What follows belongs to an exercise in optimizing a design on an open flow for small area, a short achievable clock period and few clock cycles per item; a production flow would make more cautious choices. Where RTL was checked, it was by simulation tests only, not by an equivalence proof against the original. Only the layout flow was run in runs 1 and 5; the RTL was not checked for function there. Power and IR drop assume default switching activity.

$ cat flow/design.v
module sk_add #(parameter W = 8) (
    input  wire [W-1:0] a,
    input  wire [W-1:0] b,
    input  wire         ci,
    output wire [W-1:0] s
);
    localparam L = (W <= 2) ? 1 : (W <= 4) ? 2 : (W <= 8) ? 3 : (W <= 16) ? 4 :
                   (W <= 32) ? 5 : (W <= 64) ? 6 : (W <= 128) ? 7 : 8;
    wire [W-1:0] p0 = a ^ b;
    wire [W-1:0] g0 = a & b;
    wire [W-1:0] gl [0:L];
    wire [W-1:0] pl [0:L];
    assign gl[0] = {g0[W-1:1], g0[0] | (p0[0] & ci)};
    assign pl[0] = p0;
    genvar lv, i;
    generate
        for (lv = 0; lv < L; lv = lv + 1) begin : lvl
            for (i = 0; i < W; i = i + 1) begin : bx
                if (((i >> lv) & 1) == 1) begin : op
                    assign gl[lv+1][i] = gl[lv][i] | (pl[lv][i] & gl[lv][((i >> lv) << lv) - 1]);
                    assign pl[lv+1][i] = pl[lv][i] & pl[lv][((i >> lv) << lv) - 1];
                end else begin : pass
                    assign gl[lv+1][i] = gl[lv][i];
                    assign pl[lv+1][i] = pl[lv][i];
                end
            end
        end
    endgenerate
    wire [W-1:0] gc = gl[L];
    assign s = p0 ^ {gc[W-2:0], ci};
endmodule
module gf_div3 (
    input  wire         clk,
    input  wire         rst,
    input  wire         ld,
    input  wire         nlt2,        
    input  wire [95:0]  d_in,        
    input  wire [64:0]  e_in,        
    input  wire [104:0] m3_in,       
    input  wire [107:0] za_in,       
    input  wire [115:0] zf_in,       
    output reg          ov,
    output wire [63:0]  p,
    output wire [63:0]  a,
    output wire [63:0]  f
);
    reg        busy;
    reg [6:0]  cb;
    reg        fb_0, fb_1, fb_inc;
    wire [6:0] cb_n = ld ? 7'd0 : (busy ? cb + 7'd1 : cb);
    always @(posedge clk) begin
        if (rst) begin
            busy   <= 1'b0;
            cb     <= 7'd65;
            ov     <= 1'b0;
            fb_0   <= 1'b0;
            fb_1   <= 1'b0;
            fb_inc <= 1'b0;
        end else begin
            if (ld)
                busy <= 1'b1;
            else if (cb == 7'd65)
                busy <= 1'b0;
            cb     <= cb_n;
            ov     <= busy & ~ld & (cb_n == 7'd65);
            fb_0   <= (cb_n == 7'd0);
            fb_1   <= (cb_n == 7'd1);
            fb_inc <= (cb_n == 7'd64);
        end
    end
    reg        z_all;            
    reg        z_f;              
    reg        ovf;              
    reg [95:0]  dp;
    reg [96:0]  rp;
    reg [63:0]  lp;
    reg         qp;
    wire [96:0] sp;
    wire [96:0] op_p = {{1'b0, dp[95:48]} ^ {49{~rp[96]}}, dp[47:0] ^ {48{qp}}};
    sk_add #(97) u_divp (.a({rp[95:0], lp[63]}), .b(op_p), .ci(qp), .s(sp));
    wire        qp_raw = ~sp[96];
    wire [63:0] lp_inc;
    sk_add #(64) u_incp (.a({1'b0, lp[63:1]}), .b(64'd0), .ci(lp[0]), .s(lp_inc));
    reg [65:0]  da;
    reg [66:0]  ra;
    reg [64:0]  la;
    reg         qa;
    wire [66:0] sa;
    wire [66:0] op_a = {{1'b0, da[65:33]} ^ {34{~ra[66]}}, da[32:0] ^ {33{qa}}};
    sk_add #(67) u_diva (.a({ra[65:0], la[64]}), .b(op_a), .ci(qa), .s(sa));
    wire        qa_raw = ~sa[66];
    reg [105:0] df;
    reg [106:0] rf;
    reg [64:0]  lf;
    reg         qf;
    wire [106:0] sf;
    wire [106:0] op_f = {{1'b0, df[105:53]} ^ {54{~rf[106]}}, df[52:0] ^ {53{qf}}};
    sk_add #(107) u_divf (.a({rf[105:0], lf[64]}), .b(op_f), .ci(qf), .s(sf));
    wire        qf_raw = ~sf[106];
    wire qp_bit = qp_raw & ~z_all;
    wire qa_bit = z_all ? fb_1 : qa_raw;
    wire qf_bit = (qf_raw | (ovf & ~fb_0)) & ~z_f;
    always @(posedge clk) begin
        if (ld) begin
            z_all <= nlt2;
            z_f   <= nlt2 | (m3_in == 105'd0);
            dp    <= d_in;
            da    <= {e_in, 1'b0};
            df    <= {m3_in, 1'b0};
        end
        ovf <= fb_0 ? qf_raw : ovf;
        rp <= ld ? {34'd0, m3_in[104:42]} : sp;
        lp <= ld ? {m3_in[41:0], 22'd0} : (fb_inc ? lp_inc : {lp[62:0], qp_bit});
        qp <= ld | qp_raw;
        ra <= ld ? {3'b0, za_in[107:44]} : sa;
        la <= ld ? {za_in[43:0], e_in[20:0]} : {la[63:0], qa_bit};
        qa <= ld | qa_raw;
        rf <= ld ? {10'd0, zf_in[115:19]} : sf;
        lf <= ld ? {zf_in[18:0], m3_in[45:0]} : {lf[63:0], qf_bit};
        qf <= ld | qf_raw;
    end
    assign p = lp;
    assign a = {~la[63], la[62:0]};
    assign f = lf[63:0];
endmodule
module gate_fit (
    input  wire         clk,
    input  wire         rst,
    input  wire         in_valid,
    output wire         in_ready,
    input  wire [31:0]  n,
    input  wire [79:0]  t1,
    input  wire [111:0] t2,
    output wire         out_valid,
    output wire [63:0]  p,
    output wire [63:0]  a,
    output wire [63:0]  f
);
    reg        a1_busy;          
    reg [5:0]  s1;               
    reg        a1_last;          
    reg        a1_x;             
    reg        a2_busy;          
    reg [4:0]  s2;               
    reg        a2_last;          
    reg        sel;              
    assign in_ready = ~a1_busy | a1_last;
    wire accept  = in_valid & in_ready;
    wire xfer    = a1_busy & a1_x;           
    wire hand    = a2_busy & a2_last;        
    wire [5:0] s1_n = accept ? 6'd0 : (a1_busy ? s1 + 6'd1 : s1);
    wire [4:0] s2_n = xfer ? 5'd0 : (a2_busy ? s2 + 5'd1 : s2);
    reg fa_0;      
    reg fa_b;      
    reg fa_17;     
    reg fa_18;     
    reg fb_b;      
    reg fb_17;     
    reg fb_5;      
    reg fb_26;     
    always @(posedge clk) begin
        if (rst) begin
            a1_busy <= 1'b0;
            s1      <= 6'd32;
            a1_last <= 1'b0;
            a1_x    <= 1'b0;
            a2_busy <= 1'b0;
            s2      <= 5'd27;
            a2_last <= 1'b0;
            sel     <= 1'b0;
            fa_0 <= 1'b0; fa_b <= 1'b0; fa_17 <= 1'b0; fa_18 <= 1'b0;
            fb_b <= 1'b0; fb_17 <= 1'b0; fb_5 <= 1'b0; fb_26 <= 1'b0;
        end else begin
            if (accept)
                a1_busy <= 1'b1;
            else if (a1_last)
                a1_busy <= 1'b0;
            s1      <= s1_n;
            a1_last <= (accept | (a1_busy & ~a1_last)) & (s1_n == 6'd32);
            a1_x    <= (accept | (a1_busy & ~a1_last)) & (s1_n == 6'd19);
            if (xfer)
                a2_busy <= 1'b1;
            else if (a2_last)
                a2_busy <= 1'b0;
            s2      <= s2_n;
            a2_last <= (xfer | (a2_busy & ~a2_last)) & (s2_n == 5'd27);
            if (hand)
                sel <= ~sel;
            fa_0  <= accept;
            fa_b  <= (accept | (a1_busy & ~a1_last)) & (s1_n < 6'd17);
            fa_17 <= a1_busy & ~a1_last & (s1_n == 6'd17);
            fa_18 <= a1_busy & ~a1_last & (s1_n == 6'd18);
            fb_b  <= (xfer | (a2_busy & ~a2_last)) & (s2_n < 5'd17);
            fb_17 <= a2_busy & ~a2_last & (s2_n == 5'd17);
            fb_5  <= a2_busy & ~a2_last & (s2_n >= 5'd18) & (s2_n < 5'd26);
            fb_26 <= a2_busy & ~a2_last & (s2_n == 5'd26);
        end
    end
    reg [31:0]  n_fix;           
    reg [33:0]  n_m;             
    reg         bm_prev;         
    reg [33:0]  n_bth;           
    reg         bth_prev;        
    reg         brw_m;           
    reg [35:0]  acc0;            
    reg [33:0]  low0;
    reg [104:0] acc_m;           
    reg [104:0] t1sh;            
    reg [107:0] xa;              
    wire [64:0]  e_val = {acc0[30:0], low0};
    wire [62:0]  c2    = e_val[64:1];
    reg  bth_neg, bth_two, bth_one;
    wire [1:0] nb_nx  = accept ? n[1:0] : n_bth[3:2];
    wire       npr_nx = accept ? 1'b0 : n_bth[1];
    wire [35:0] nmul = bth_two ? {3'b0, n_fix, 1'b0} : (bth_one ? {4'b0, n_fix} : 36'd0);
    wire [35:0] acc0_sum;
    sk_add #(36) u_add0 (.a(acc0), .b(nmul ^ {36{bth_neg}}), .ci(bth_neg), .s(acc0_sum));
    wire [1:0] mm1   = n_m[1:0] - {1'b0, brw_m};
    wire       mbw_o = brw_m & (n_m[1:0] == 2'b00);
    wire [1:0] nm_nx  = accept ? n[1:0] : n_m[3:2];
    wire       mbw_nx = accept ? 1'b1 : mbw_o;
    wire       mbp_nx = accept ? 1'b0 : mm1[1];
    wire [1:0] mm1_nx = nm_nx - {1'b0, mbw_nx};
    reg  mb_sub, mb_two, mb_one;
    wire [104:0] t1m = mb_two ? {t1sh[103:0], 1'b0} : (mb_one ? t1sh : 105'd0);
    wire [104:0] m_op = ({105{fa_b}} & (t1m ^ {105{mb_sub}})) |
                        ({105{fa_17}} & {acc_m[103:0], 1'b0});
    wire [104:0] acc_m_sum;
    sk_add #(105) u_addm (.a(acc_m), .b(m_op), .ci(fa_b & mb_sub), .s(acc_m_sum));
    wire [107:0] w_val = {1'b0, c2, 1'b0, c2[62:20]};
    wire [107:0] xa_op = ({108{fa_0}}  & {2'd0, t1sh, 1'b0}) |
                         ({108{fa_17}} & ~{1'b0, acc_m, 2'b0}) |
                         ({108{fa_18}} & w_val);
    wire [107:0] xa_sum;
    sk_add #(108) u_adda (.a(xa), .b(xa_op), .ci(fa_17), .s(xa_sum));
    always @(posedge clk) begin
        n_m      <= accept ? {2'b0, n} : {2'b0, n_m[33:2]};
        bm_prev  <= accept ? 1'b0 : mm1[1];
        mb_sub   <= ~mm1_nx[1] & (mm1_nx[0] | mbp_nx);
        mb_two   <= (mm1_nx[1] & ~mm1_nx[0] & ~mbp_nx) | (~mm1_nx[1] & mm1_nx[0] & mbp_nx);
        mb_one   <= mm1_nx[0] ^ mbp_nx;
        n_bth    <= accept ? {2'b0, n} : {2'b0, n_bth[33:2]};
        bth_prev <= accept ? 1'b0 : n_bth[1];
        bth_neg  <= nb_nx[1] & ~(nb_nx[0] & npr_nx);
        bth_two  <= (nb_nx[1] & ~nb_nx[0] & ~npr_nx) | (~nb_nx[1] & nb_nx[0] & npr_nx);
        bth_one  <= nb_nx[0] ^ npr_nx;
        brw_m    <= accept ? 1'b1 : mbw_o;
        t1sh     <= accept ? {32'd0, t1[72:0]} : {t1sh[102:0], 2'b0};
        acc_m    <= accept ? {t2[103:0], 1'b0} : acc_m_sum;
        xa       <= accept ? {2'd0, t2[104:0], 1'b0} : xa_sum;
        if (accept)
            n_fix <= n;
        if (accept) begin
            acc0 <= {4'b0, n};
        end else if (fa_b) begin
            acc0 <= {{2{acc0_sum[35]}}, acc0_sum[35:2]};
            low0 <= {acc0_sum[1:0], low0[33:2]};
        end
    end
    reg         nlt2;            
    reg [64:0]  e2;              
    reg [104:0] m3;              
    reg [107:0] za;              
    reg [33:0]  n2;              
    reg         brw_d;           
    reg         bd_prev;         
    reg [67:0]  acc1;            
    reg [33:0]  low1;
    reg [115:0] xf;              
    wire [95:0] d_val = {acc1[61:0], low1};
    wire [1:0] nm1 = n2[1:0] - {1'b0, brw_d};
    wire       brw_o = brw_d & (n2[1:0] == 2'b00);
    wire [1:0] n2_nx  = xfer ? n_fix[1:0] : n2[3:2];
    wire       bw_nx  = xfer ? 1'b1 : brw_o;
    wire       bp_nx  = xfer ? 1'b0 : nm1[1];
    wire [1:0] nm1_nx = n2_nx - {1'b0, bw_nx};
    reg  bd_neg, bd_two, bd_one;
    wire [67:0] emul = bd_two ? {2'b0, e2, 1'b0} : (bd_one ? {3'b0, e2} : 68'd0);
    wire [67:0] acc1_sum;
    sk_add #(68) u_add1 (.a(acc1), .b(emul ^ {68{bd_neg}}), .ci(bd_neg), .s(acc1_sum));
    wire [115:0] xf_op = ({116{fb_5}}  & {xf[113:0], 2'b0}) |
                         ({116{fb_26}} & {57'd0, m3[104:46]});
    wire [115:0] xf_sum;
    sk_add #(116) u_addf (.a(xf), .b(xf_op), .ci(1'b0), .s(xf_sum));
    always @(posedge clk) begin
        if (xfer) begin
            nlt2 <= (n_fix[31:1] == 31'd0);
            e2   <= e_val;
            m3   <= acc_m;
            za   <= xa;
        end
        n2      <= xfer ? {2'b0, n_fix} : {2'b0, n2[33:2]};
        brw_d   <= xfer ? 1'b1 : brw_o;
        bd_prev <= xfer ? 1'b0 : nm1[1];
        bd_neg  <= nm1_nx[1] & ~(nm1_nx[0] & bp_nx);
        bd_two  <= (nm1_nx[1] & ~nm1_nx[0] & ~bp_nx) | (~nm1_nx[1] & nm1_nx[0] & bp_nx);
        bd_one  <= nm1_nx[0] ^ bp_nx;
        if (xfer) begin
            acc1 <= 68'd0;
        end else if (fb_b) begin
            acc1 <= {{2{acc1_sum[67]}}, acc1_sum[67:2]};
            low1 <= {acc1_sum[1:0], low1[33:2]};
        end
        xf <= fb_17 ? {20'd0, d_val} : xf_sum;
    end
    wire        ov0, ov1;
    wire [63:0] p0, a0, f0, p1, a1, f1;
    gf_div3 u_b0 (.clk(clk), .rst(rst), .ld(hand & ~sel), .nlt2(nlt2), .d_in(d_val),
                  .e_in(e2), .m3_in(m3), .za_in(za), .zf_in(xf),
                  .ov(ov0), .p(p0), .a(a0), .f(f0));
    gf_div3 u_b1 (.clk(clk), .rst(rst), .ld(hand & sel), .nlt2(nlt2), .d_in(d_val),
                  .e_in(e2), .m3_in(m3), .za_in(za), .zf_in(xf),
                  .ov(ov1), .p(p1), .a(a1), .f(f1));
    assign out_valid = ov0 | ov1;
    assign p = ov1 ? p1 : p0;
    assign a = ov1 ? a1 : a0;
    assign f = ov1 ? f1 : f0;
endmodule
$ cat flow/flow/run.sh
#!/bin/bash
# The standard layout (the standard.sh, every step unchanged), except that
# the port buffers that global placement inserts on every input and output are
# the platform's smallest buffer, buf_1, instead of the automatically chosen one.
set -euo pipefail
cd "$(dirname "$0")/.."
bash standard.sh "BUFFER_PORTS_ARGS=-buffer_cell sky130_fd_sc_hd__buf_1" finish > standard_make.log 2>&1
$ cat flow/standard.sh
#!/bin/bash
# synth_recipe.tcl (not shown) runs the flow's synth.tcl, then flattens the netlist and writes it again
# the make line also repeats each setting of config.mk as NAME=value (left out here)
make -C /OpenROAD-flow-scripts/flow DESIGN_CONFIG=/design/flow/config.mk WORK_HOME=/design/flow/orfs CLKGATE_MAP_FILE= SYNTH_SCRIPT=/design/flow/synth_recipe.tcl "${@:-finish}"
$ cat flow/config.mk
export PLATFORM = sky130hd
export DESIGN_NAME = gate_fit
export DESIGN_NICKNAME = gate_fit
export VERILOG_FILES = /design/flow/design.v
export SDC_FILE = /design/flow/constraint.sdc
export NUM_CORES = 8
export LEC_CHECK = 0
export CAP_MARGIN = 20
export CORE_MARGIN = 2
export CORE_UTILIZATION = 50
export CTS_CLUSTER_DIAMETER = 100
export CTS_CLUSTER_SIZE = 25
export PLACE_DENSITY = 0.65
export SETUP_SLACK_MARGIN = 5
export SLEW_MARGIN = 20
$ cat flow/constraint.sdc
create_clock -name core_clock -period 10.0 [get_ports {clk}]
set_input_delay 2.0000 -clock core_clock [delete_from_list [all_inputs] [get_ports {clk}]]
set_output_delay 2.0000 -clock core_clock [all_outputs]
set_load 0.01 [all_outputs]
==> results.ini, run 1 <==
[setup_path]
r2r_setup_slack_ns = 4.91
crit_type = reg2reg
cp-end-kind = flip-flop
cp.arrival_ns = 5.80
cp-start-kind = flip-flop
reg2reg_depth = 22
cp.required_ns = 10.70
r2r-end = acc_m[103]
crit_fanout = 33
rr_startpoint = mb_two

[timing]
clock_skew_ns = 0.0526
finalHoldViolCount = 0
max_slew_margin_pct = 23.5
period_share_pct = 50.9
finalSetupViolations = 0
finalMaxSlewViolations = 0
rsz0062_at_grt = true
fmax_ghz = 0.196
setup_tns_ns = 0
min_period_ns = 5.09
tightest_slew_ns = 1.15

[global_route]
grt_antenna_before_repair = 37
grt_max_degree = 189
grt_overflow = 0
grt_use_total_pct = 28.4
grt_pass1_vias = 92326
grt_first_pass_wirelength_um = 576000

[drt]
drt-initial-drc-count = 8888
routed_via_density = 5.71
vias = 99881
dr.pass1.iters = 6
routed_wl_um = 392000
wl_per_cell_um = 22.4
ant_nets = 0
drc = 0

[yosys]
synth_edf_count = 949
yosysWarnings = 11
ys_types = 98
synth_mux_area_share_pct = 2.21
synthesis.nets = 14969
synth_top_family_by_area = compound AO/OA/AOI/OAI gates
syn_inst = 13689
yosysSeqAreaShare_pct = 45.3
synth_compound_area_share_pct = 14.9
synth_fa_ha_area_share_pct = 10.4
synth-xor-area-share_pct = 10.5
yosys.area_share.simple_pct = 14.1
ys_dominant_reg_cell = dfxtp_1
syn_area_per_cell_um2 = 9.63
synth.cell_area_um2 = 132000
synthArstFlopShare_pct = 0
ys_ff_latch = 2511

[cts]
clock_latency_ns = 0.86
cts_hold_buf = 0
cts_tree = built
clockBufferDepth = 3
clk_pin_slew_ns = 0.10
numCtsBuffers = 117
cts_sinks = 2511
root_buffer = clkbuf_16
ctsHtreeMaxLevel = 3

[worst_hold_path]
hp-start = n2[16]
hold_path_end = n2[14]
hold_depth = 2
hold_class = reg2reg

[power_and_ir_drop]
p_int_w = 0.0260
p_seq_share_pct = 34.1
pwr-share-clk_pct = 13.6
p_sw_w = 0.0174
max-vdd-ir-drop_v = 0.000216
power_density_nw_per_um2 = 304
sw_frac_of_total_pct = 40.1
combPwrFrac_pct = 52.3
p_leak_nw = 59.1

[placed_design]
placed_area_um2 = 137000
portBuffers = 406
dp_hpwl_um = 283000
gp_congestion = 0.966

[cells_and_area]
final_cell_mix = nand2_1, dfxtp_1, ha_1
nets = 15143
drive_gt1_share_pct = 5.94
synthToLayoutAreaGrowth_pct = 8.53
final_area_um2 = 143000
final_common_cell = nand2_1

[die]
die_w_um = 517
fp-row-count = 188
initial_utilization_pct = 50.3
die_height_um = 517
die-area_um2 = 268000
ios = 421
coreArea_um2 = 262000

[flow_run]
drv_cap = 0

[outcome]
status = finished clean

==> cell type report <==
type	instances	area [µm²]
Fill cell	23534	119000
Clock buffer	190	3250
Multi-Input combinational cell	10270	69600
Antenna cell	18	45.0
Inverter	316	1230
Sequential cell	2511	59900
Tap cell	3515	4400
Timing Repair Buffer	646	4280
Timing Repair inverter	1	8.76
Clock inverter	32	430
==> what timing repair did <==
item / in CTS / in global routing
gates cloned: 6 / 4
pin swaps: 34 / 62
gates resized for setup: 157 / 134
setup endpoints to repair: 370 / 124
setup buffers: 53 / 32
==> sequential cells by signal (all words and copies together) (netlist names), 66 cells and up <==
| signal | count |
|---|---|
| xf | 116 |
| u_b0.rp | 97 |
| xa | 108 |
| t1sh | 105 |
| acc_m | 105 |
| u_b0.df | 105 |
| za | 108 |
| acc1 | 66 |
| u_b1.ra | 67 |
| u_b1.df | 105 |
| u_b1.rp | 97 |
| m3 | 105 |
| u_b0.ra | 67 |
| u_b0.rf | 107 |
| u_b1.rf | 107 |
| u_b1.dp | 96 |
| u_b0.dp | 96 |
==> through the flow <==
stage	hold slack (ns)	setup WS [ns]	util (%)	std cells	power, W
finish	0.417	4.91	54.5	17499	0.0435
global route	0.446	4.74	54.5	17483	0.0468
global placement	0.402	3.54	52.2	17164	0.0361
CTS	0.424	4.99	54.2	17445	0.0430
floorplan	0.399	5.02	-	13689	0.0317
detailed placement	0.406	3.46	52.2	17164	0.0364
==> synthesized netlist by cell type, types with 97 or more instances <==
master       n  area share, %
mux2_2     193            1.6
and2_1     143           0.68
o31ai_1    127           0.72
nor3_1     174           0.66
a22o_1     155            1.0
nor2b_1    115           0.55
nor2_1     839            2.4
nand4_1    130           0.62
xor2_1     789            5.2
nand3_1    171           0.65
xnor2_1    789            5.2
edfxtp_1   949             22
inv_1      312           0.89
o21a_1     122           0.69
o21ai_0    867            3.3
clkbuf_1   508            1.4
o211ai_1    97           0.55
ha_1       976            9.3
a21oi_1    834            3.2
dfxtp_1   1562             24
nand2_1   2318            6.6
a21o_1     379            2.2
a22oi_1     99           0.56
==> per-layer routing <==
metal | wire [µm] | track usage (%) | share of wire [%]
met3 | 28100 | 3.65 | 7.2
met5 | 0 | 0 | 0
met4 | 19500 | 12.0 | 5.0
met1 | 172000 | 39.6 | 44
met2 | 173000 | 44.3 | 44
==> critical path: stages (launching register included) <==
cell and delay (ns):
dfxtp_4 0.43, buf_12 0.21, nand2_1 0.07, o21ai_1 0.09, xor2_1 0.08, a22o_1 0.18
ha_1 0.32, o211ai_1 0.29, a21oi_4 0.07, o21ba_4 0.25, a211o_4 0.37, o2111ai_4 0.37
a2111oi_4 0.12, buf_4 0.18, o31ai_4 0.32, a21oi_2 0.13, o311a_1 0.43, a31oi_4 0.24
a211oi_4 0.09, buf_6 0.15, a221oi_2 0.23, xor2_1 0.20, o21ai_1 0.09
==> worst max-delay path by stage <==
stage,from,cells past startpoint,end,slack [ns]
2_1_floorplan,mb_two,23,acc_m[103],5.02
3_3_place_gp,fa_17,21,xa[107],3.54
3_5_place_dp,fa_17,21,xa[107],3.46
4_1_cts,mb_two,22,acc_m[104],4.99
5_1_grt,mb_one,23,acc_m[103],4.74
6_report,mb_two,22,acc_m[103],4.91
==> logic make-up after synthesis <==
| logic type | Yosys count |
|---|---|
| DFF | 2511 |
| AOI/OAI and AO/OA | 3104 |
| muxes | 267 |
| adders and majority gates | 1053 |
| xor gates and xnor gates | 1578 |
| and+or+nand+nor | 4267 |
| buffers and inverters | 909 |
==> power groups by stage <==
stage               sequential (W)  clock [W]  combinational (W)
floorplan                   0.0142          0             0.0175
global placement            0.0151          0             0.0209
detailed placement          0.0152          0             0.0213
CTS                         0.0148    0.00600             0.0223
global route                0.0150    0.00633             0.0255
finish                      0.0148    0.00590             0.0227
==> inputs of run 2 (changes only) <==
--- a/flow/design.v
+++ b/flow/design.v
@@ -35,4 +35,5 @@
     input  wire         ld,
     input  wire         nlt2,        
+    input  wire         mz,          
     input  wire [95:0]  d_in,        
     input  wire [64:0]  e_in,        
@@ -104,5 +105,5 @@
         if (ld) begin
             z_all <= nlt2;
-            z_f   <= nlt2 | (m3_in == 105'd0);
+            z_f   <= nlt2 | mz;
             dp    <= d_in;
             da    <= {e_in, 1'b0};
@@ -209,5 +210,4 @@
     reg [107:0] xa;              
     wire [64:0]  e_val = {acc0[30:0], low0};
-    wire [62:0]  c2    = e_val[64:1];
     reg  bth_neg, bth_two, bth_one;
     wire [1:0] nb_nx  = accept ? n[1:0] : n_bth[3:2];
@@ -228,4 +228,5 @@
     wire [104:0] acc_m_sum;
     sk_add #(105) u_addm (.a(acc_m), .b(m_op), .ci(fa_b & mb_sub), .s(acc_m_sum));
+    wire [62:0]  c2    = e2[64:1];
     wire [107:0] w_val = {1'b0, c2, 1'b0, c2[62:20]};
     wire [107:0] xa_op = ({108{fa_0}}  & {2'd0, t1sh, 1'b0}) |
@@ -251,14 +252,11 @@
         if (accept)
             n_fix <= n;
-        if (accept) begin
-            acc0 <= {4'b0, n};
-        end else if (fa_b) begin
-            acc0 <= {{2{acc0_sum[35]}}, acc0_sum[35:2]};
-            low0 <= {acc0_sum[1:0], low0[33:2]};
-        end
+        acc0 <= accept ? {4'b0, n} : {{2{acc0_sum[35]}}, acc0_sum[35:2]};
+        low0 <= {acc0_sum[1:0], low0[33:2]};
     end
     reg         nlt2;            
     reg [64:0]  e2;              
     reg [104:0] m3;              
+    reg         m3z;             
     reg [107:0] za;              
     reg [33:0]  n2;              
@@ -284,8 +282,10 @@
     sk_add #(116) u_addf (.a(xf), .b(xf_op), .ci(1'b0), .s(xf_sum));
     always @(posedge clk) begin
+        if (fa_17)
+            e2   <= e_val;
         if (xfer) begin
             nlt2 <= (n_fix[31:1] == 31'd0);
-            e2   <= e_val;
             m3   <= acc_m;
+            m3z  <= (acc_m == 105'd0);
             za   <= xa;
         end
@@ -306,13 +306,13 @@
     wire        ov0, ov1;
     wire [63:0] p0, a0, f0, p1, a1, f1;
-    gf_div3 u_b0 (.clk(clk), .rst(rst), .ld(hand & ~sel), .nlt2(nlt2), .d_in(d_val),
+    gf_div3 u_b0 (.clk(clk), .rst(rst), .ld(hand & ~sel), .nlt2(nlt2), .mz(m3z), .d_in(d_val),
                   .e_in(e2), .m3_in(m3), .za_in(za), .zf_in(xf),
                   .ov(ov0), .p(p0), .a(a0), .f(f0));
-    gf_div3 u_b1 (.clk(clk), .rst(rst), .ld(hand & sel), .nlt2(nlt2), .d_in(d_val),
+    gf_div3 u_b1 (.clk(clk), .rst(rst), .ld(hand & sel), .nlt2(nlt2), .mz(m3z), .d_in(d_val),
                   .e_in(e2), .m3_in(m3), .za_in(za), .zf_in(xf),
                   .ov(ov1), .p(p1), .a(a1), .f(f1));
     assign out_valid = ov0 | ov1;
-    assign p = ov1 ? p1 : p0;
-    assign a = ov1 ? a1 : a0;
-    assign f = ov1 ? f1 : f0;
+    assign p = (p0 & {64{ov0}}) | (p1 & {64{ov1}});
+    assign a = (a0 & {64{ov0}}) | (a1 & {64{ov1}});
+    assign f = (f0 & {64{ov0}}) | (f1 & {64{ov1}});
 endmodule
==> results.ini, run 2 <==
[cells_and_area]
nets = 15155  ; was 15.1k
final_cell_mix = nand2_1, dfxtp_1, ha_1  ; unchanged
synthToLayoutAreaGrowth_pct = 8.60  ; was 8.53%
final_cells = 17508  ; about the same
final_area_um2 = 142000  ; was 143,000 µm²
largest_reg_flops = 116  ; unchanged
reg_top3 = xf (116), xa (108), za (108)  ; unchanged
drive_gt1_share_pct = 4.91  ; was 5.94%
final_common_cell = nand2_1  ; unchanged
top_register = xf  ; unchanged
final_util_pct = 54.5  ; about the same

[placed_design]
gp_congestion = 0.956  ; was 0.966
placed_cells = 17123  ; was 17.2k
dp_hpwl_um = 291000  ; was 283,000 µm
portBuffers = 406  ; unchanged
placed_area_um2 = 136000  ; was 137,000 µm²

[yosys]
syn_area_per_cell_um2 = 9.57  ; was 9.63 µm²
synthArstFlopShare_pct = 0  ; unchanged
ys_dominant_reg_cell = dfxtp_1  ; unchanged
synth.most_common_cell = nand2_1  ; unchanged
ys_types = 113  ; was 98
yosysWarnings = 11  ; unchanged
synth.cell_area_um2 = 131000  ; was 132,000 µm²
synth_mux_area_share_pct = 0.701  ; was 2.21%
synth_top_family_by_area = compound AO/OA/AOI/OAI gates  ; unchanged
synth-xor-area-share_pct = 10.5  ; about the same
yosys.area_share.simple_pct = 14.2  ; was 14.1%
synth_fa_ha_area_share_pct = 10.5  ; was 10.4%
synth_edf_count = 884  ; was 949
synthesis.nets = 14987  ; about the same
synth_top_area_share_pct = 24.8  ; was 23.7%
yosysSeqAreaShare_pct = 45.1  ; was 45.3%
ys_top_cells_by_count = nand2_1, dfxtp_1, ha_1  ; unchanged
syn_inst = 13707  ; about the same
ys_ff_latch = 2512  ; was 2,511
ys_top_cells_by_area = dfxtp_1, edfxtp_1, ha_1  ; unchanged
synth_top_area_cell = dfxtp_1  ; unchanged
synth_compound_area_share_pct = 16.4  ; was 14.9%

[timing]
period_share_pct = 49.9  ; was 50.9%
setup_tns_ns = 0  ; unchanged
tightest_slew_ns = 1.14  ; was 1.15 ns
clock_skew_ns = 0.0631  ; was 0.0526 ns
rsz0062_at_grt = false  ; was true
max_slew_margin_pct = 24.3  ; was 23.5%
finalHoldViolCount = 0  ; unchanged
finalSetupViolations = 0  ; unchanged
fmax_ghz = 0.200  ; was 0.196 GHz
finalMaxSlewViolations = 0  ; unchanged
min_period_ns = 4.99  ; was 5.09 ns

[worst_hold_path]
hold_class = reg2reg  ; unchanged
hp-start = low0[3]  ; was n2[16]

[global_route]
grt_use_total_pct = 28.8  ; was 28.4%
grt_overflow = 0  ; unchanged
grt_antenna_before_repair = 40  ; was 37
grt_first_pass_wirelength_um = 581000  ; was 576,000 µm
grt_pass1_vias = 92086  ; was 92.3k
grt_max_degree = 184  ; was 189

[drt]
dr.pass1.iters = 6  ; unchanged
wl_per_cell_um = 22.8  ; was 22.4 µm
routed_via_density = 5.74  ; was 5.71
ant_nets = 0  ; unchanged
vias = 100548  ; was 99.9k
drc = 0  ; unchanged
drt-initial-drc-count = 9835  ; was 8,888
routed_wl_um = 399000  ; was 392,000 µm

[power_and_ir_drop]
max-vdd-ir-drop_v = 0.000175  ; was 0.000216 V
p_leak_nw = 59.2  ; was 59.1 nW
power_density_nw_per_um2 = 302  ; was 304 nW/µm²

[die]
die-area_um2 = 266000  ; was 268,000 µm²
fp-row-count = 188  ; unchanged
coreArea_um2 = 262000  ; about the same
ios = 421  ; unchanged
die_w_um = 516  ; was 517 µm
initial_utilization_pct = 50.1  ; was 50.3%
die_height_um = 516  ; was 517 µm

[setup_path]
rr_startpoint = e2[58]  ; was mb_two
cp.required_ns = 10.76  ; was 10.70 ns
cp-end-kind = flip-flop  ; unchanged
crit_fanout = 6  ; was 33
crit_type = reg2reg  ; unchanged
cp-start-kind = flip-flop  ; unchanged
cp.arrival_ns = 5.75  ; was 5.80 ns
crit_path_start = e2[58]  ; was mb_two

[flow_run]
drv_cap = 0  ; unchanged

[cts]
clock_latency_ns = 0.87  ; was 0.86 ns
cts_tree = built  ; unchanged
root_buffer = clkbuf_16  ; unchanged
clk_pin_slew_ns = 0.10  ; about the same
cts_sinks = 2512  ; was 2,511
numCtsBuffers = 119  ; was 117
clockBufferDepth = 3  ; unchanged
ctsHtreeMaxLevel = 3  ; unchanged

[outcome]
status = finished clean  ; unchanged

[run 2: repair_timing]
item | 4_1_cts | 5_1_grt
endpoints found under the setup margin | 587 | 121
endpoints found under the hold margin | 0 | 0
gates resized for setup | 127 | 113
pin swaps | 14 | 49
hold buffers | 0 | 0
buffers inserted | 44 | 88
gates cloned | 4 | 9
[run 2: power by group]
group          total, W  internal (W)  switching, W
clock           0.00598       0.00243       0.00355
combinational    0.0218       0.00996        0.0118
sequential       0.0153        0.0132       0.00207
total            0.0431        0.0256        0.0174
[run 2: cell type report]
cell class	instances	area, µm²
Sequential cell	2512	59200
Timing Repair inverter	1	16.3
Timing Repair Buffer	665	4440
Inverter	325	1260
Multi-Input combinational cell	10251	69300
Clock inverter	37	479
Tap cell	3515	4400
Clock buffer	190	3330
Fill cell	23704	119000
Antenna cell	12	30.0
[run 2: worst paths after layout]
kind | end | slack (ns) | cells after the start
max reg2reg | xa[106] | 5.01 | 16
max | xa[106] | 5.01 | 16
min reg2reg | low0[1] | 0.34 | 0
min | low0[1] | 0.34 | 0
[run 2: routing by layer]
layer  GRT usage (%)  share of wire, %  vias to the layer above
li1                -                 -                    48404
met1            41.2                44                    48187
met2            44.0                44                     3457
met3            3.31               7.3                      500
met4            11.8               4.6                        0
met5               0                 0                        -
[run 2: critical path, cell delays in order (launching register included)]
cell	delay, ns
edfxtp_1	0.60
nand2_1	0.50
o211ai_1	0.28
ha_1	0.43
a21o_1	0.20
a21o_1	0.18
a21oi_1	0.29
o21ai_0	0.23
o211ai_4	0.36
a2111oi_4	0.16
nor3_4	0.38
o32ai_4	0.20
a31oi_4	0.24
o21ai_2	0.10
o21a_1	0.23
or3_1	0.30
and3_1	0.18
[run 2: kinds of logic after synthesis]
family / count (synthesis)
adder cells (fa/ha/maj): 1053
flip-flops: 2512
buffers and inverters: 944
AO/OA/AOI/OAI: 3296
multiplexers: 91
AND/OR/NAND/NOR: 4242
XOR/XNOR: 1569
[run 2: metrics by stage]
stage / setup WS (ns) / hold slack, ns / total power [W]
2_1_floorplan: 5.02 / 0.327 / 0.0315
3_3_place_gp: 3.26 / 0.329 / 0.0359
3_5_place_dp: 3.26 / 0.335 / 0.0363
4_1_cts: 4.90 / 0.342 / 0.0427
5_1_grt: 4.95 / 0.350 / 0.0463
6_report: 5.01 / 0.342 / 0.0431
Testbench counts of run 2, summed over its fixed seeds: cycles 6,992, items 192.
==> inputs of run 3 (changes only) <==
--- a/flow/design.v
+++ b/flow/design.v
@@ -156,8 +156,9 @@
     reg fa_17;     
     reg fa_18;     
+    reg fa_19;     
     reg fb_b;      
-    reg fb_17;     
+    reg fb_16;     
     reg fb_5;      
-    reg fb_26;     
+    reg fb_25;     
     always @(posedge clk) begin
         if (rst) begin
@@ -167,9 +168,9 @@
             a1_x    <= 1'b0;
             a2_busy <= 1'b0;
-            s2      <= 5'd27;
+            s2      <= 5'd26;
             a2_last <= 1'b0;
             sel     <= 1'b0;
-            fa_0 <= 1'b0; fa_b <= 1'b0; fa_17 <= 1'b0; fa_18 <= 1'b0;
-            fb_b <= 1'b0; fb_17 <= 1'b0; fb_5 <= 1'b0; fb_26 <= 1'b0;
+            fa_0 <= 1'b0; fa_b <= 1'b0; fa_17 <= 1'b0; fa_18 <= 1'b0; fa_19 <= 1'b0;
+            fb_b <= 1'b0; fb_16 <= 1'b0; fb_5 <= 1'b0; fb_25 <= 1'b0;
         end else begin
             if (accept)
@@ -179,5 +180,5 @@
             s1      <= s1_n;
             a1_last <= (accept | (a1_busy & ~a1_last)) & (s1_n == 6'd32);
-            a1_x    <= (accept | (a1_busy & ~a1_last)) & (s1_n == 6'd19);
+            a1_x    <= (accept | (a1_busy & ~a1_last)) & (s1_n == 6'd17);
             if (xfer)
                 a2_busy <= 1'b1;
@@ -185,5 +186,5 @@
                 a2_busy <= 1'b0;
             s2      <= s2_n;
-            a2_last <= (xfer | (a2_busy & ~a2_last)) & (s2_n == 5'd27);
+            a2_last <= (xfer | (a2_busy & ~a2_last)) & (s2_n == 5'd26);
             if (hand)
                 sel <= ~sel;
@@ -192,8 +193,9 @@
             fa_17 <= a1_busy & ~a1_last & (s1_n == 6'd17);
             fa_18 <= a1_busy & ~a1_last & (s1_n == 6'd18);
+            fa_19 <= a1_busy & ~a1_last & (s1_n == 6'd19);
             fb_b  <= (xfer | (a2_busy & ~a2_last)) & (s2_n < 5'd17);
-            fb_17 <= a2_busy & ~a2_last & (s2_n == 5'd17);
-            fb_5  <= a2_busy & ~a2_last & (s2_n >= 5'd18) & (s2_n < 5'd26);
-            fb_26 <= a2_busy & ~a2_last & (s2_n == 5'd26);
+            fb_16 <= a2_busy & ~a2_last & (s2_n == 5'd16);
+            fb_5  <= a2_busy & ~a2_last & (s2_n >= 5'd17) & (s2_n < 5'd25);
+            fb_25 <= a2_busy & ~a2_last & (s2_n == 5'd25);
         end
     end
@@ -278,16 +280,18 @@
     sk_add #(68) u_add1 (.a(acc1), .b(emul ^ {68{bd_neg}}), .ci(bd_neg), .s(acc1_sum));
     wire [115:0] xf_op = ({116{fb_5}}  & {xf[113:0], 2'b0}) |
-                         ({116{fb_26}} & {57'd0, m3[104:46]});
+                         ({116{fb_25}} & {57'd0, m3[104:46]});
     wire [115:0] xf_sum;
     sk_add #(116) u_addf (.a(xf), .b(xf_op), .ci(1'b0), .s(xf_sum));
     always @(posedge clk) begin
-        if (fa_17)
-            e2   <= e_val;
         if (xfer) begin
             nlt2 <= (n_fix[31:1] == 31'd0);
+            e2   <= e_val;
+        end
+        if (fa_18) begin
             m3   <= acc_m;
             m3z  <= (acc_m == 105'd0);
-            za   <= xa;
         end
+        if (fa_19)
+            za   <= xa;
         n2      <= xfer ? {2'b0, n_fix} : {2'b0, n2[33:2]};
         brw_d   <= xfer ? 1'b1 : brw_o;
@@ -302,5 +306,5 @@
             low1 <= {acc1_sum[1:0], low1[33:2]};
         end
-        xf <= fb_17 ? {20'd0, d_val} : xf_sum;
+        xf <= fb_16 ? {20'd0, acc1_sum[63:0], low1[33:2]} : xf_sum;
     end
     wire        ov0, ov1;
--- a/flow/config.mk
+++ b/flow/config.mk
@@ -11,5 +11,5 @@
 export CTS_CLUSTER_DIAMETER = 100
 export CTS_CLUSTER_SIZE = 25
-export PLACE_DENSITY = 0.65
+export PLACE_DENSITY = 0.7
 export SETUP_SLACK_MARGIN = 5
 export SLEW_MARGIN = 20
==> results.ini, run 3 <==
[outcome]
status = finished clean  ; unchanged

[yosys]
yosysWarnings = 11  ; unchanged
synthesis.nets = 14950  ; about the same
syn_area_per_cell_um2 = 9.54  ; was 9.57 µm²
ys_top_cells_by_area = dfxtp_1, edfxtp_1, ha_1  ; unchanged
yosysSeqAreaShare_pct = 45.3  ; was 45.1%
synthArstFlopShare_pct = 0  ; unchanged
synth_edf_count = 884  ; unchanged
syn_inst = 13670  ; about the same
synth_top_area_cell = dfxtp_1  ; unchanged
ys_top_cells_by_count = nand2_1, dfxtp_1, ha_1  ; unchanged
ys_dominant_reg_cell = dfxtp_1  ; unchanged
synth_top_area_share_pct = 25.0  ; was 24.8%
synth.most_common_cell = nand2_1  ; unchanged
synth.cell_area_um2 = 130000  ; was 131,000 µm²
ys_ff_latch = 2513  ; was 2,512
ys_types = 104  ; was 113

[cts]
cts_tree = built  ; unchanged
cts_sinks = 2513  ; was 2,512
root_buffer = clkbuf_16  ; unchanged
clock_latency_ns = 0.87  ; about the same
clk_pin_slew_ns = 0.11  ; was 0.10 ns
clockBufferDepth = 3  ; unchanged
cts_hold_buf = 0  ; unchanged
ctsHtreeMaxLevel = 3  ; unchanged
numCtsBuffers = 117  ; was 119

[cells_and_area]
final_area_um2 = 141000  ; was 142,000 µm²
top_register = xf  ; unchanged
final_util_pct = 54.4  ; was 54.5%
final_cells = 17300  ; was 17.5k
final_cell_mix = nand2_1, dfxtp_1, ha_1  ; unchanged
largest_reg_flops = 116  ; unchanged
drive_gt1_share_pct = 4.31  ; was 4.91%
reg_top3 = xf (116), xa (108), za (108)  ; unchanged
final_common_cell = nand2_1  ; unchanged
synthToLayoutAreaGrowth_pct = 8.10  ; was 8.60%
regArea_um2 = 59300  ; was 59,200 µm²
nets = 15057  ; was 15.2k
multi_input_area_um2 = 68900  ; was 69,300 µm²
num-fill-cells = 23260  ; was 23.7k

[drt]
ant_nets = 0  ; unchanged
vias = 101229  ; about the same
drc = 0  ; unchanged
drt-initial-drc-count = 10155  ; was 9,835
wl_per_cell_um = 23.0  ; was 22.8 µm
dr.pass1.iters = 6  ; unchanged
routed_via_density = 5.85  ; was 5.74
routed_wl_um = 398000  ; was 399,000 µm

[global_route]
grt_overflow = 0  ; unchanged
grt_max_degree = 223  ; was 184
grt_use_total_pct = 28.9  ; was 28.8%
grt_first_pass_wirelength_um = 584000  ; was 581,000 µm
globalRouteMet1Util_pct = 40.4  ; was 41.2%
grtUsageMet2_pct = 44.1  ; was 44.0%
grt_antenna_before_repair = 36  ; was 40
busiest_layer = met2  ; unchanged
grt_pass1_vias = 92908  ; was 92.1k
global_route.usage.met3_pct = 3.91  ; was 3.31%

[setup_path]
cp.required_ns = 10.80  ; was 10.76 ns
crit_fanout = 6  ; unchanged
cp-end-kind = flip-flop  ; unchanged
cp.arrival_ns = 5.77  ; was 5.75 ns
cp-start-kind = flip-flop  ; unchanged
crit_type = reg2reg  ; unchanged

[flow_run]
drv_cap = 0  ; unchanged

[placed_design]
placed_area_um2 = 135000  ; was 136,000 µm²
gp_congestion = 0.970  ; was 0.956
portBuffers = 406  ; unchanged
placed_cells = 16966  ; was 17.1k
dp_hpwl_um = 293000  ; was 291,000 µm

[power_and_ir_drop]
pwr-share-clk_pct = 13.9  ; about the same
p_sw_w = 0.0171  ; was 0.0174 W
p_int_w = 0.0251  ; was 0.0256 W
max-vdd-ir-drop_v = 0.000186  ; was 0.000175 V
combPwrFrac_pct = 51.3  ; was 50.6%
sw_frac_of_total_pct = 40.4  ; was 40.5%
p_total_w = 0.0422  ; was 0.0431 W
p_leak_nw = 57.8  ; was 59.2 nW
p_seq_share_pct = 34.8  ; was 35.5%
power_density_nw_per_um2 = 299  ; was 302 nW/µm²

[worst_hold_path]
hold_class = reg2reg  ; unchanged

[timing]
finalMaxSlewViolations = 0  ; unchanged
max_slew_margin_pct = 23.1  ; was 24.3%
rsz0062_at_grt = true  ; was false
finalSetupViolations = 0  ; unchanged
clock_skew_ns = 0.0637  ; was 0.0631 ns
setup_tns_ns = 0  ; unchanged
min_period_ns = 4.97  ; was 4.99 ns
tightest_slew_ns = 1.15  ; was 1.14 ns
finalHoldViolCount = 0  ; unchanged
period_share_pct = 49.7  ; was 49.9%
fmax_ghz = 0.201  ; was 0.200 GHz

[die]
die_height_um = 515  ; was 516 µm
die-area_um2 = 265000  ; was 266,000 µm²
ios = 421  ; unchanged
coreArea_um2 = 259000  ; was 262,000 µm²
die_w_um = 515  ; was 516 µm
initial_utilization_pct = 50.3  ; was 50.1%
fp-row-count = 187  ; was 188

[run 3: stage by stage]
step / setup slack (ns) / hold slack [ns]
5_1_grt: 4.94 / 0.360
3_5_place_dp: 3.54 / 0.334
6_report: 5.03 / 0.354
2_1_floorplan: 5.03 / 0.327
3_3_place_gp: 3.54 / 0.328
4_1_cts: 5.00 / 0.351
[run 3: final cells by class]
cell class	count	share of cell area [%]
Clock buffer	195	2.31
Antenna cell	18	0.0319
Timing Repair inverter	1	0.00621
Clock inverter	27	0.281
Multi-Input combinational cell	10265	48.8
Timing Repair Buffer	594	2.72
Tap cell	3402	3.02
Sequential cell	2513	42.0
Inverter	285	0.787
[run 3: worst paths after layout]
path / from / slack, ns / to / cells after the start
worst min-delay path: low0[5] / 0.35 / low0[3] / 0
worst min register to register: low0[5] / 0.35 / low0[3] / 0
worst max register to register: u_b1.qf / 5.03 / u_b1.qf / 19
worst max-delay path: u_b1.qf / 5.03 / u_b1.qf / 19
[run 3: cell families after synthesis]
kind of cell | share of synthesized area, %
AND/OR/NAND/NOR | 14.5
AO/OA/AOI/OAI | 16.1
flip-flops | 45.3
XOR/XNOR | 10.3
adder cells (fa/ha/maj) | 10.5
buffers and inverters | 2.57
multiplexers | 0.688
[run 3: critical path, stage by stage (launching register included)]
cell	delay, ns
dfxtp_4	0.43
buf_12	0.15
ha_4	0.13
nor2_2	0.03
fa_2	0.34
nand2b_4	0.15
a21o_4	0.23
a31oi_4	0.28
a31oi_4	0.18
o41a_4	0.56
o31ai_4	0.38
inv_2	0.14
nor3_4	0.19
a31oi_4	0.19
o32ai_4	0.46
a221o_2	0.26
o31a_4	0.23
a21oi_4	0.08
xnor2_2	0.28
nand2b_1	0.15
[run 3: layer usage]
metal	part of all wire (%)	wire length, µm
met2	44	173000
met3	8.3	32900
met4	5.6	22200
met5	0.0068	27
met1	43	169000
[run 3: timing repair]
item                       CTS  global route
gates resized for setup    159           113
pin swaps                   17            36
gates cloned                 2             8
setup endpoints to repair  555           119
buffers inserted            42            42
[run 3: power by group through the flow]
stage	combinational, W	sequential, W	clock (W)
5_1_grt	0.0242	0.0148	0.00625
2_1_floorplan	0.0167	0.0139	0
4_1_cts	0.0211	0.0146	0.00592
6_report	0.0216	0.0147	0.00586
3_5_place_dp	0.0203	0.0150	0
3_3_place_gp	0.0198	0.0150	0
Testbench counts of run 3, summed over its fixed seeds: cycles 6,968, items 192.
==> inputs of run 4 (changes only) <==
--- a/flow/config.mk
+++ b/flow/config.mk
@@ -11,5 +11,5 @@
 export CTS_CLUSTER_DIAMETER = 100
 export CTS_CLUSTER_SIZE = 25
-export PLACE_DENSITY = 0.7
+export PLACE_DENSITY = 0.65
 export SETUP_SLACK_MARGIN = 5
 export SLEW_MARGIN = 20
==> results.ini, run 4 <==
[global_route]
grt_use_total_pct = 30.5  ; was 28.9%
grt_antenna_before_repair = 47  ; was 36
grt_overflow = 0  ; unchanged
grt_max_degree = 223  ; unchanged
grt_pass1_vias = 98322  ; was 92.9k
grt_first_pass_wirelength_um = 616000  ; was 584,000 µm

[die]
coreArea_um2 = 259000  ; unchanged
die_height_um = 515  ; unchanged
fp-row-count = 187  ; unchanged
ios = 421  ; unchanged
die_w_um = 515  ; unchanged
initial_utilization_pct = 50.3  ; unchanged
die-area_um2 = 265000  ; unchanged

[drt]
routed_via_density = 5.98  ; was 5.85
routed_wl_um = 420000  ; was 398,000 µm
dr_wl_met3_um = 32600  ; was 32,900 µm
wl_per_cell_um = 24.2  ; was 23.0 µm
wl_met1_um = 178000  ; was 169,000 µm
ant_nets = 0  ; unchanged
dr.pass1.iters = 7  ; was 6
topRoutingLayerUsed = met5  ; unchanged
vias = 103629  ; was 101k
wl_met2_um = 184000  ; was 173,000 µm
drc = 0  ; unchanged
drt-initial-drc-count = 10588  ; was 10.2k

[cells_and_area]
top_register = xf  ; unchanged
reg_top3 = xf (116), xa (108), za (108)  ; unchanged
nets = 15103  ; about the same
largest_reg_flops = 116  ; unchanged
synthToLayoutAreaGrowth_pct = 8.43  ; was 8.10%
final_cell_mix = nand2_1, dfxtp_1, ha_1  ; unchanged
drive_gt1_share_pct = 4.67  ; was 4.31%
final_cells = 17342  ; about the same
final_common_cell = nand2_1  ; unchanged
final_util_pct = 54.5  ; was 54.4%

[outcome]
status = finished clean  ; unchanged

[setup_path]
r2r_setup_slack_ns = 5.08  ; was 5.03 ns
cp.required_ns = 10.78  ; was 10.80 ns
cp.arrival_ns = 5.70  ; was 5.77 ns
rr_startpoint = u_b0.qf  ; was u_b1.qf
r2r-end = u_b0.lf[0]  ; was u_b1.qf
cp-start-kind = flip-flop  ; unchanged
crit_type = reg2reg  ; unchanged
cp-end-kind = flip-flop  ; unchanged
crit_fanout = 10  ; was 6
reg2reg_depth = 19  ; unchanged

[placed_design]
dp_hpwl_um = 309000  ; was 293,000 µm
portBuffers = 406  ; unchanged
placed_cells = 16974  ; about the same
gp_congestion = 0.953  ; was 0.970

[power_and_ir_drop]
pwr-share-clk_pct = 14.0  ; was 13.9%
p_sw_w = 0.0173  ; was 0.0171 W
power_density_nw_per_um2 = 302  ; was 299 nW/µm²
p_seq_share_pct = 34.6  ; was 34.8%
sw_frac_of_total_pct = 40.6  ; was 40.4%
p_leak_nw = 58.1  ; was 57.8 nW
max-vdd-ir-drop_v = 0.000185  ; was 0.000186 V
p_int_w = 0.0254  ; was 0.0251 W
combPwrFrac_pct = 51.4  ; was 51.3%

[timing]
finalHoldViolCount = 0  ; unchanged
period_share_pct = 49.2  ; was 49.7%
tightest_slew_ns = 1.17  ; was 1.15 ns
fmax_ghz = 0.203  ; was 0.201 GHz
rsz0062_at_grt = true  ; unchanged
max_slew_margin_pct = 21.5  ; was 23.1%
min_period_ns = 4.92  ; was 4.97 ns
clock_skew_ns = 0.0619  ; was 0.0637 ns
finalMaxSlewViolations = 0  ; unchanged
finalSetupViolations = 0  ; unchanged
setup_tns_ns = 0  ; unchanged

[worst_hold_path]
hold_class = reg2reg  ; unchanged
hp-start = low0[11]  ; was low0[5]
hold_depth = 0  ; unchanged
hold_path_end = low0[9]  ; was low0[3]

[yosys]
synth_top_area_share_pct = 25.0  ; unchanged
synth_top_area_cell = dfxtp_1  ; unchanged
synth.most_common_cell = nand2_1  ; unchanged
ys_top_cells_by_count = nand2_1, dfxtp_1, ha_1  ; unchanged
ys_top_cells_by_area = dfxtp_1, edfxtp_1, ha_1  ; unchanged
synth.cell_area_um2 = 130000  ; unchanged
yosysWarnings = 11  ; unchanged
synthArstFlopShare_pct = 0  ; unchanged
ys_dominant_reg_cell = dfxtp_1  ; unchanged
synthesis.nets = 14950  ; unchanged
syn_area_per_cell_um2 = 9.54  ; unchanged
ys_ff_latch = 2513  ; unchanged
ys_types = 104  ; unchanged
synth_edf_count = 884  ; unchanged
syn_inst = 13670  ; unchanged
yosysSeqAreaShare_pct = 45.3  ; unchanged

[cts]
root_buffer = clkbuf_16  ; unchanged
clockBufferDepth = 3  ; unchanged
cts_tree = built  ; unchanged
clk_pin_slew_ns = 0.10  ; was 0.11 ns
ctsHtreeMaxLevel = 3  ; unchanged
numCtsBuffers = 119  ; was 117
cts_hold_buf = 0  ; unchanged
clock_latency_ns = 0.88  ; was 0.87 ns
cts_sinks = 2513  ; unchanged

[flow_run]
drv_cap = 0  ; unchanged

==> run 4: cell counts after synthesis <==
No cell type changed its count.
==> run 4: per-layer routing <==
layer	up-vias	track usage, %
met5	-	0
met4	6	16.0
met3	781	4.21
met2	4188	46.9
met1	50371	41.7
li1	48283	-
==> run 4: critical path: stages, from the launching register on <==
cell and delay, ns:
dfxtp_4 0.41, buf_12 0.15, clkbuf_16 0.18, xor2_1 0.20
ha_2 0.21, a21oi_2 0.14, o21ai_1 0.10, a221o_2 0.46
a222oi_1 0.44, a21oi_1 0.18, a211o_1 0.36, o21ai_4 0.26
o21ai_4 0.12, a221o_1 0.42, a211o_1 0.35, a21oi_2 0.15
xnor2_1 0.13, buf_4 0.24, a21oi_1 0.07, o31ai_1 0.26
==> run 4: worst max-delay path by stage <==
stage	slack, ns	cells after the start	to	startpoint
floorplan	5.03	19	xa[106]	fa_18
global placement	3.37	18	xa[106]	fa_17
detailed placement	3.35	18	xa[106]	fa_17
CTS	4.98	19	xa[106]	fa_17
global route	4.87	22	acc1[63]	bd_two
finish	5.08	19	u_b0.lf[0]	u_b0.qf
==> run 4: layout make-up <==
cell class	instances	area [µm²]
antenna	14	35.0
tap	3402	4260
multi-input combinational	10265	68700
sequential	2513	59300
timing repair buffer	638	4310
clock buffer	189	3360
clock inverter	35	400
inverter	285	1110
fill	22885	118000
timing repair inverter	1	8.76
==> run 4: cell families after synthesis <==
family | after synthesis | share of synthesized area, %
AO/OA/AOI/OAI | 3250 | 16.1
XOR/XNOR | 1537 | 10.3
adder cells (fa/ha/maj) | 1053 | 10.5
buffers and inverters | 892 | 2.57
flip-flops | 2513 | 45.3
multiplexers | 89 | 0.688
AND/OR/NAND/NOR | 4336 | 14.5
==> run 4: through the flow <==
stage | hold slack (ns) | setup slack (ns) | cell area [µm²] | total power, W
floorplan | 0.327 | 5.03 | 130000 | 0.0306
global placement | 0.334 | 3.37 | 135000 | 0.0346
detailed placement | 0.333 | 3.35 | 135000 | 0.0355
CTS | 0.339 | 4.98 | 140000 | 0.0421
global route | 0.341 | 4.87 | 141000 | 0.0458
finish | 0.333 | 5.08 | 141000 | 0.0427
==> run 4: repair_timing <==
action | in CTS | in global routing
cloned | 5 | 9
pin swaps | 15 | 42
buffers inserted | 32 | 83
resized for setup | 144 | 115
setup endpoints to repair | 509 | 112
==> run 4: power by group through the flow <==
stage	logic [W]	registers [W]	clock network, W
5_1_grt	0.0245	0.0149	0.00640
2_1_floorplan	0.0167	0.0139	0
6_report	0.0220	0.0148	0.00597
4_1_cts	0.0213	0.0147	0.00606
3_5_place_dp	0.0205	0.0150	0
3_3_place_gp	0.0197	0.0149	0
==> inputs of run 5 (changes only) <==
--- a/flow/design.v
+++ b/flow/design.v
@@ -30,5 +30,56 @@
     assign s = p0 ^ {gc[W-2:0], ci};
 endmodule
-module gf_div3 (
+module gf_diva (
+    input  wire         clk,
+    input  wire         rst,
+    input  wire         ld,
+    input  wire         nlt2,        
+    input  wire [64:0]  e_in,        
+    input  wire [107:0] za_in,       
+    output reg          done,
+    output wire [63:0]  q
+);
+    reg        busy;
+    reg [6:0]  cb;
+    reg        fb_1;
+    wire [6:0] cb_n = ld ? 7'd0 : (busy ? cb + 7'd1 : cb);
+    always @(posedge clk) begin
+        if (rst) begin
+            busy <= 1'b0;
+            cb   <= 7'd65;
+            done <= 1'b0;
+            fb_1 <= 1'b0;
+        end else begin
+            if (ld)
+                busy <= 1'b1;
+            else if (cb == 7'd65)
+                busy <= 1'b0;
+            cb   <= cb_n;
+            done <= busy & ~ld & (cb_n == 7'd65);
+            fb_1 <= (cb_n == 7'd1);
+        end
+    end
+    reg         z_all;           
+    reg [65:0]  da;
+    reg [66:0]  ra;
+    reg [64:0]  la;
+    reg         qa;
+    wire [66:0] sa;
+    wire [66:0] op_a = {{1'b0, da[65:33]} ^ {34{~ra[66]}}, da[32:0] ^ {33{qa}}};
+    sk_add #(67) u_diva (.a({ra[65:0], la[64]}), .b(op_a), .ci(qa), .s(sa));
+    wire        qa_raw = ~sa[66];
+    wire        qa_bit = z_all ? fb_1 : qa_raw;
+    always @(posedge clk) begin
+        if (ld) begin
+            z_all <= nlt2;
+            da    <= {e_in, 1'b0};
+        end
+        ra <= ld ? {3'b0, za_in[107:44]} : sa;
+        la <= ld ? {za_in[43:0], e_in[20:0]} : {la[63:0], qa_bit};
+        qa <= ld | qa_raw;
+    end
+    assign q = {~la[63], la[62:0]};
+endmodule
+module gf_div2 (
     input  wire         clk,
     input  wire         rst,
@@ -37,16 +88,13 @@
     input  wire         mz,          
     input  wire [95:0]  d_in,        
-    input  wire [64:0]  e_in,        
     input  wire [104:0] m3_in,       
-    input  wire [107:0] za_in,       
     input  wire [115:0] zf_in,       
     output reg          ov,
     output wire [63:0]  p,
-    output wire [63:0]  a,
     output wire [63:0]  f
 );
     reg        busy;
     reg [6:0]  cb;
-    reg        fb_0, fb_1, fb_inc;
+    reg        fb_0, fb_inc;
     wire [6:0] cb_n = ld ? 7'd0 : (busy ? cb + 7'd1 : cb);
     always @(posedge clk) begin
@@ -56,5 +104,4 @@
             ov     <= 1'b0;
             fb_0   <= 1'b0;
-            fb_1   <= 1'b0;
             fb_inc <= 1'b0;
         end else begin
@@ -66,5 +113,4 @@
             ov     <= busy & ~ld & (cb_n == 7'd65);
             fb_0   <= (cb_n == 7'd0);
-            fb_1   <= (cb_n == 7'd1);
             fb_inc <= (cb_n == 7'd64);
         end
@@ -83,12 +129,4 @@
     wire [63:0] lp_inc;
     sk_add #(64) u_incp (.a({1'b0, lp[63:1]}), .b(64'd0), .ci(lp[0]), .s(lp_inc));
-    reg [65:0]  da;
-    reg [66:0]  ra;
-    reg [64:0]  la;
-    reg         qa;
-    wire [66:0] sa;
-    wire [66:0] op_a = {{1'b0, da[65:33]} ^ {34{~ra[66]}}, da[32:0] ^ {33{qa}}};
-    sk_add #(67) u_diva (.a({ra[65:0], la[64]}), .b(op_a), .ci(qa), .s(sa));
-    wire        qa_raw = ~sa[66];
     reg [105:0] df;
     reg [106:0] rf;
@@ -100,5 +138,4 @@
     wire        qf_raw = ~sf[106];
     wire qp_bit = qp_raw & ~z_all;
-    wire qa_bit = z_all ? fb_1 : qa_raw;
     wire qf_bit = (qf_raw | (ovf & ~fb_0)) & ~z_f;
     always @(posedge clk) begin
@@ -107,5 +144,4 @@
             z_f   <= nlt2 | mz;
             dp    <= d_in;
-            da    <= {e_in, 1'b0};
             df    <= {m3_in, 1'b0};
         end
@@ -114,7 +150,4 @@
         lp <= ld ? {m3_in[41:0], 22'd0} : (fb_inc ? lp_inc : {lp[62:0], qp_bit});
         qp <= ld | qp_raw;
-        ra <= ld ? {3'b0, za_in[107:44]} : sa;
-        la <= ld ? {za_in[43:0], e_in[20:0]} : {la[63:0], qa_bit};
-        qa <= ld | qa_raw;
         rf <= ld ? {10'd0, zf_in[115:19]} : sf;
         lf <= ld ? {zf_in[18:0], m3_in[45:0]} : {lf[63:0], qf_bit};
@@ -122,5 +155,4 @@
     end
     assign p = lp;
-    assign a = {~la[63], la[62:0]};
     assign f = lf[63:0];
 endmodule
@@ -261,5 +293,4 @@
     reg [104:0] m3;              
     reg         m3z;             
-    reg [107:0] za;              
     reg [33:0]  n2;              
     reg         brw_d;           
@@ -292,6 +323,4 @@
             m3z  <= (acc_m == 105'd0);
         end
-        if (fa_19)
-            za   <= xa;
         n2      <= xfer ? {2'b0, n_fix} : {2'b0, n2[33:2]};
         brw_d   <= xfer ? 1'b1 : brw_o;
@@ -308,15 +337,31 @@
         xf <= fb_16 ? {20'd0, acc1_sum[63:0], low1[33:2]} : xf_sum;
     end
+    reg         sel_a;           
+    wire        da0, da1;
+    wire [63:0] qa0, qa1;
+    reg  [63:0] a_hold;          
+    always @(posedge clk) begin
+        if (rst)
+            sel_a <= 1'b0;
+        else if (a1_busy & fa_19)
+            sel_a <= ~sel_a;
+        if (da0)
+            a_hold <= qa0;
+        else if (da1)
+            a_hold <= qa1;
+    end
+    gf_diva u_d0 (.clk(clk), .rst(rst), .ld(a1_busy & fa_19 & ~sel_a), .nlt2(nlt2),
+                  .e_in(e2), .za_in(xa), .done(da0), .q(qa0));
+    gf_diva u_d1 (.clk(clk), .rst(rst), .ld(a1_busy & fa_19 & sel_a), .nlt2(nlt2),
+                  .e_in(e2), .za_in(xa), .done(da1), .q(qa1));
     wire        ov0, ov1;
-    wire [63:0] p0, a0, f0, p1, a1, f1;
-    gf_div3 u_b0 (.clk(clk), .rst(rst), .ld(hand & ~sel), .nlt2(nlt2), .mz(m3z), .d_in(d_val),
-                  .e_in(e2), .m3_in(m3), .za_in(za), .zf_in(xf),
-                  .ov(ov0), .p(p0), .a(a0), .f(f0));
-    gf_div3 u_b1 (.clk(clk), .rst(rst), .ld(hand & sel), .nlt2(nlt2), .mz(m3z), .d_in(d_val),
-                  .e_in(e2), .m3_in(m3), .za_in(za), .zf_in(xf),
-                  .ov(ov1), .p(p1), .a(a1), .f(f1));
+    wire [63:0] p0, f0, p1, f1;
+    gf_div2 u_b0 (.clk(clk), .rst(rst), .ld(hand & ~sel), .nlt2(nlt2), .mz(m3z), .d_in(d_val),
+                  .m3_in(m3), .zf_in(xf), .ov(ov0), .p(p0), .f(f0));
+    gf_div2 u_b1 (.clk(clk), .rst(rst), .ld(hand & sel), .nlt2(nlt2), .mz(m3z), .d_in(d_val),
+                  .m3_in(m3), .zf_in(xf), .ov(ov1), .p(p1), .f(f1));
     assign out_valid = ov0 | ov1;
     assign p = (p0 & {64{ov0}}) | (p1 & {64{ov1}});
-    assign a = (a0 & {64{ov0}}) | (a1 & {64{ov1}});
+    assign a = a_hold;
     assign f = (f0 & {64{ov0}}) | (f1 & {64{ov1}});
 endmodule
==> results.ini, run 5 <==
[cells_and_area]
final_area_um2 = 141000  ; about the same
final_cell_mix = nand2_1, dfxtp_1, ha_1  ; unchanged
num-fill-cells = 23714  ; was 22.9k
reg_top3 = xf (116), xa (108)  ; was xf (116), xa (108), za (108)
largest_reg_flops = 116  ; unchanged

[die]
fp-row-count = 187  ; unchanged
die_w_um = 515  ; about the same
ios = 421  ; unchanged
die-area_um2 = 265000  ; about the same
coreArea_um2 = 260000  ; was 259,000 µm²
die_height_um = 515  ; about the same

[cts]
cts_tree = built  ; unchanged
clockBufferDepth = 3  ; unchanged
ctsHtreeMaxLevel = 3  ; unchanged
cts_sinks = 2490  ; was 2,513
cts_hold_buf = 0  ; unchanged

[worst_hold_path]
hold_class = reg2reg  ; unchanged

[setup_path]
crit_type = reg2reg  ; unchanged
cp.arrival_ns = 5.90  ; was 5.70 ns

[timing]
setup_slack_ns = 4.82  ; was 5.08 ns
fin_hold_ws_ns = 0.352  ; was 0.333 ns
finalSetupViolations = 0  ; unchanged
max_slew_margin_pct = 15.9  ; was 21.5%
finalHoldViolCount = 0  ; unchanged
period_share_pct = 51.8  ; was 49.2%
setup_tns_ns = 0  ; unchanged
rsz0062_at_grt = true  ; unchanged

[outcome]
status = finished clean  ; unchanged

[yosys]
synth_top_area_share_pct = 25.3  ; was 25.0%
synthArstFlopShare_pct = 0  ; unchanged
synth.most_common_cell = nand2_1  ; unchanged
ys_dominant_reg_cell = dfxtp_1  ; unchanged
syn_area_per_cell_um2 = 9.52  ; was 9.54 µm²

[drt]
routed_via_density = 5.76  ; was 5.98
wl_per_cell_um = 22.6  ; was 24.2 µm
drt-initial-drc-count = 9547  ; was 10.6k

[global_route]
grt_pass1_vias = 92414  ; was 98.3k
grtUsageMet2_pct = 44.4  ; was 46.9%
grt_overflow = 0  ; unchanged
globalRouteMet1Util_pct = 39.9  ; was 41.7%
busiest_layer = met2  ; unchanged

[power_and_ir_drop]
p_seq_share_pct = 34.8  ; was 34.6%
power_density_nw_per_um2 = 298  ; was 302 nW/µm²
combPwrFrac_pct = 51.4  ; about the same
sw_frac_of_total_pct = 40.6  ; about the same
p_leak_nw = 58.9  ; was 58.1 nW

[placed_design]
portBuffers = 406  ; unchanged
gp_congestion = 0.979  ; was 0.953

[flow_run]
drv_cap = 0  ; unchanged

==> run 5: cell count changes after synthesis, sizes merged, moves of 23 or more <==
cell    before   now
a21o       334   424
o31ai      177   150
mux2         5    68
edfxtp     884   842
xnor2      716   760
nand2     2381  2295
a21oi      780   803
nand3      168   200
a22o       336   282
==> run 5: metrics by stage <==
| step | total power [W] | std cells | util [%] |
|---|---|---|---|
| 6_report | 0.0422 | 17397 | 54.5 |
| 5_1_grt | 0.0453 | 17390 | 54.5 |
| 4_1_cts | 0.0418 | 17306 | 53.9 |
| 3_5_place_dp | 0.0354 | 17015 | 52.0 |
| 3_3_place_gp | 0.0351 | 17015 | 52.0 |
| 2_1_floorplan | 0.0306 | 13722 | - |
==> run 5: cell type report <==
cell class	instances	area (µm²)	area share [%]
Clock buffer	193	3370	2.38
Inverter	289	1120	0.795
Sequential cell	2490	58400	41.3
Multi-Input combinational cell	10334	69800	49.3
Clock inverter	26	280	0.198
Antenna cell	13	32.5	0.0230
Tap cell	3402	4260	3.01
Timing Repair Buffer	650	4230	2.99
==> run 5: final timing paths <==
check / from / to / slack [ns] / cells past startpoint
setup / recovery: mb_one / acc_m[93] / 4.82 / 22
hold / removal: low0[7] / low0[5] / 0.35 / 0
setup reg to reg: mb_one / acc_m[93] / 4.82 / 22
hold reg to reg: low0[7] / low0[5] / 0.35 / 0
==> run 5: worst max-delay path, stage by stage, from the launching register on <==
cell       delay (ns)
dfxtp_4          0.42
buf_16           0.16
nand2_4          0.07
nor2_4           0.12
xor2_1           0.15
nand2_1          0.09
fa_2             0.36
fa_2             0.43
nor2b_2          0.16
o31a_1           0.22
o41a_4           0.18
o211ai_1         0.12
a211o_1          0.36
a21oi_4          0.27
o2111ai_4        0.22
a2111oi_4        0.39
buf_4            0.22
nor2_4           0.04
o31a_1           0.33
o21ai_2          0.20
a21oi_2          0.11
o211a_1          0.22
a311oi_1         0.20
==> run 5: power groups by stage <==
stage	Sequential (W)	Combinational [W]	Clock (W)
floorplan	0.0137	0.0169	0
global placement	0.0149	0.0203	0
detailed placement	0.0149	0.0206	0
CTS	0.0146	0.0213	0.00593
global route	0.0148	0.0243	0.00624
finish	0.0147	0.0217	0.00583
==> run 5: logic make-up (layout without fill, tap and decap cells) <==
| group | count (synthesis) | after routing | synth area share [%] |
|---|---|---|---|
| simple gates | 4307 | 4309 | 14.5 |
| compound gates | 3245 | 3245 | 15.9 |
| flops | 2490 | 2490 | 44.6 |
| xor+xnor | 1566 | 1566 | 10.5 |
| fa+ha+maj | 1057 | 1057 | 10.6 |
| buf+inv | 900 | 1158 | 2.61 |
| mux | 157 | 157 | 1.27 |
| other cells | 0 | 13 | 0 |
==> run 5: layer usage <==
layer,vias to the layer above,share of wire [%]
met3,521,7.5
li1,48483,-
met2,3202,44
met4,8,4.7
met1,47956,44
met5,-,0.074
==> run 5: what timing repair did <==
item                                    CTS  global route
pin swaps                                29            53
resized for setup                       136           137
gates cloned                              7             7
buffers inserted                         65            71
endpoints found under the setup margin  515           122

-- re-timing with driven ports --
The flow's constraints put no driver on any port. The routed layouts listed below were extracted and timed again, unchanged, in two steps.
Step 1: set_driving_cell puts a clkbuf_16 on clk and a buf_2 on each other input, an assumption about the parent block.
Step 2 also shifts input and output timing later by t, the mid clock arrival at the registers, as if the neighbouring blocks saw the same clock.
Three values: ideal, step 1, step 2; two values: the first two.
run	t, ns	slack for setup (ns)
run 1	0.941	4.906 / 4.906 / 4.906
run 2	0.959	5.007 / 5.007 / 4.693
run 3	0.953	5.029 / 4.946 / 4.600
run 4	0.949	5.076 / 4.998 / 4.538
run 5	0.934	4.823 / 4.823 / 4.688
After both steps setup and hold are still met in every run listed.
